Source: an optimization exercise on an open RTL-to-GDS flow (aim: small area, a short achievable clock period and few clock cycles per item). Production flows keep margins and buffers that such runs may drop. Function was checked by simulation only, so behaviour that the tests miss may differ from the original. Power is estimated from default activity; no workload was simulated.

Setup of v35:
// ch_topk
module ch_topk (
    input  wire        clk,
    input  wire        rst,
    input  wire        in_valid,
    output wire        in_ready,
    input  wire [1:0]  in_kind,        
    input  wire [47:0] in_id,
    input  wire [31:0] in_score,
    input  wire [4:0]  cfg_k,          
    input  wire [1:0]  cfg_fmt,        
    input  wire [1:0]  cfg_dist,
    input  wire        cfg_incl_nan,
    input  wire        cfg_dedup,
    output wire        out_valid,
    input  wire        out_ready,
    output wire [47:0] out_id,
    output wire [31:0] out_score,
    output wire        out_last,
    output wire [4:0]  out_count,
    output wire        out_short,
    output wire        out_ties,
    output wire        out_nan_included,
    output wire [15:0] out_tie_excess,
    output wire [15:0] out_dup_removed,
    output wire [15:0] out_dup_conflict,
    output wire [15:0] out_nan_excluded,
    output wire [15:0] out_sentinel_in
);
==> flow/config.mk <==
export PLATFORM = sky130hd
export DESIGN_NAME = ch_topk
export DESIGN_NICKNAME = ch_topk
export VERILOG_FILES = /design/flow/design.v
export SDC_FILE = /design/flow/constraint.sdc
export NUM_CORES = 4
export LEC_CHECK = 0
export CAP_MARGIN = 35
export CORE_MARGIN = 2
export CORE_UTILIZATION = 62
export SLEW_MARGIN = 35
==> flow/constraint.sdc <==
create_clock -name core_clock -period 13.0 [get_ports {clk}]
set_input_delay 2.6000 -clock core_clock [delete_from_list [all_inputs] [get_ports {clk}]]
set_output_delay 2.6000 -clock core_clock [all_outputs]
set_load 0.01 [all_outputs]
standard.sh (not shown) runs the stock make flow with config.mk's settings and CLKGATE_MAP_FILE= SYNTH_SCRIPT=/design/flow/synth_recipe.tcl, a recipe that flattens the netlist after the stock synthesis.
==> flow/flow/run.sh <==
#!/bin/bash
set -euo pipefail
export SETUP_SLACK_MARGIN=8.7
export MAX_REPAIR_ANTENNAS_ITER_DRT=12
bash standard.sh > standard.log 2>&1
Testbench counts of v35, summed over its fixed seeds: cycles 14,870, items 14,404.
Relative to v35, the following input files were edited for v19:
- changing CORE_UTILIZATION from 62 to 55
==> summary.txt <==
On clock skew, v19 does worse than v35.
Higher setup slack goes to v19 over v35.
v19: highest net fanout along the worst path is 7 higher than what v35 reported.
Area growth from synthesis to layout ends up lower on v35.
Higher proportion of cell area occupied by multi-input gates among v35 and v19: v35
v19 ends up with lower initial antenna violation count than v35 does.
Looking at v35 and v19, the hold slack is a wash.
Cmp v35 and v19 / critical path depth / higher: v35
Cmp v35 and v19 / met1 track utilization from global routing / lower: v19
v19 — combinational power share 0.3 points lower, v35 as reference
| length of routed wiring on met1 | lower: v35 |

========
Setup of run 3:
Another version of the RTL of ch_topk (not shown whole).
Size: about 2000 flip-flops, about 270 I/O pins, roughly 110000 um^2 of cells after synthesis.
==> flow/config.mk <==
export PLATFORM = sky130hd
export DESIGN_NAME = ch_topk
export DESIGN_NICKNAME = ch_topk
export VERILOG_FILES = /design/flow/design.v
export SDC_FILE = /design/flow/constraint.sdc
export NUM_CORES = 4
export LEC_CHECK = 0
export CAP_MARGIN = 35
export CORE_MARGIN = 2
export CORE_UTILIZATION = 45
export SLEW_MARGIN = 35
==> flow/constraint.sdc <==
create_clock -name core_clock -period 13.0 [get_ports {clk}]
set_input_delay 2.6000 -clock core_clock [delete_from_list [all_inputs] [get_ports {clk}]]
set_output_delay 2.6000 -clock core_clock [all_outputs]
set_load 0.01 [all_outputs]
==> flow/flow/run.sh <==
#!/bin/bash
set -euo pipefail
export SETUP_SLACK_MARGIN=8
bash standard.sh > standard.log 2>&1
Testbench counts of run 3, summed over its fixed seeds: cycles 14,870, items 14,404.
Inputs modified between run 3 and run 1:
==> flow/run.sh (new file) <==
#!/bin/bash
# synth_recipe.tcl (not shown) runs the flow's synth.tcl, then flattens the netlist and writes it again
# the make line also repeats each setting of config.mk as NAME=value (left out here)
make -C /OpenROAD-flow-scripts/flow DESIGN_CONFIG=/design/flow/config.mk WORK_HOME=/design/flow/orfs CLKGATE_MAP_FILE= SYNTH_SCRIPT=/design/flow/synth_recipe.tcl finish
-- flow/config.mk --
<<< run 3, line 8
>>> run 1, line 8
export ABC_CLOCK_PERIOD_IN_PS = 4000
<<< run 3, line 11
>>> run 1, line 12
export SETUP_SLACK_MARGIN = 5
removed: flow/flow/run.sh
removed: flow/standard.sh
==> comparison <==
Of run 1 and run 3, the run reporting the lower area growth from synthesis to layout was run 1. Run 1 vs. run 3: global-route usage dropped 0.55 points, part of the power in combinational logic barely changed, share of power burned in the clock network dropped 0.5 points. Taking run 1 over run 3, the maximum clock frequency ratio works out to 0.76. Routing usage on met1: higher on run 1. Of run 1 and run 3, the higher wire length reported by the detailed router belongs to run 3. Delta (run 1 minus run 3): met2 global-route usage went down, power went down. As far as initial standard-cell utilization of the core goes, run 1 and run 3 are indistinguishable; the numbers are identical.

==> re-timing with driven ports <==
In the flow no input, the clock included, has a driving cell. The finished layouts below were timed again as built, in two steps. Step 1 sets driving cells, clkbuf_16 on the clock port and buf_2 on the other inputs (assumed; they add their load-dependent delay and slew). Step 2 adds t to the input delays and takes it off the output delays; t is the mean of the earliest and latest rising clock arrival at the registers after step 1. Input paths then give back, and output paths get back, about the clock's delay inside the block. a / b / c = ideal ports / drivers / drivers and shift; a / b = the first two.
run	shift t [ns]	setup WS [ns]	latest minus earliest clock arrival (ns)
v35	1.010	8.243 / 8.243 / 7.710	0.068 / 0.068
v19	0.984	8.520 / 8.520 / 7.863	0.088 / 0.088
run 3	0.988	7.248 / 7.150 / 7.241	0.063 / 0.062
run 1	0.966	5.423 / 5.330 / 6.294	0.044 / 0.044
After both steps every run listed still meets setup and hold. The setup slack of v19, which loses most, moves by 0.000 ns with the drivers and by -0.657 ns with both steps.
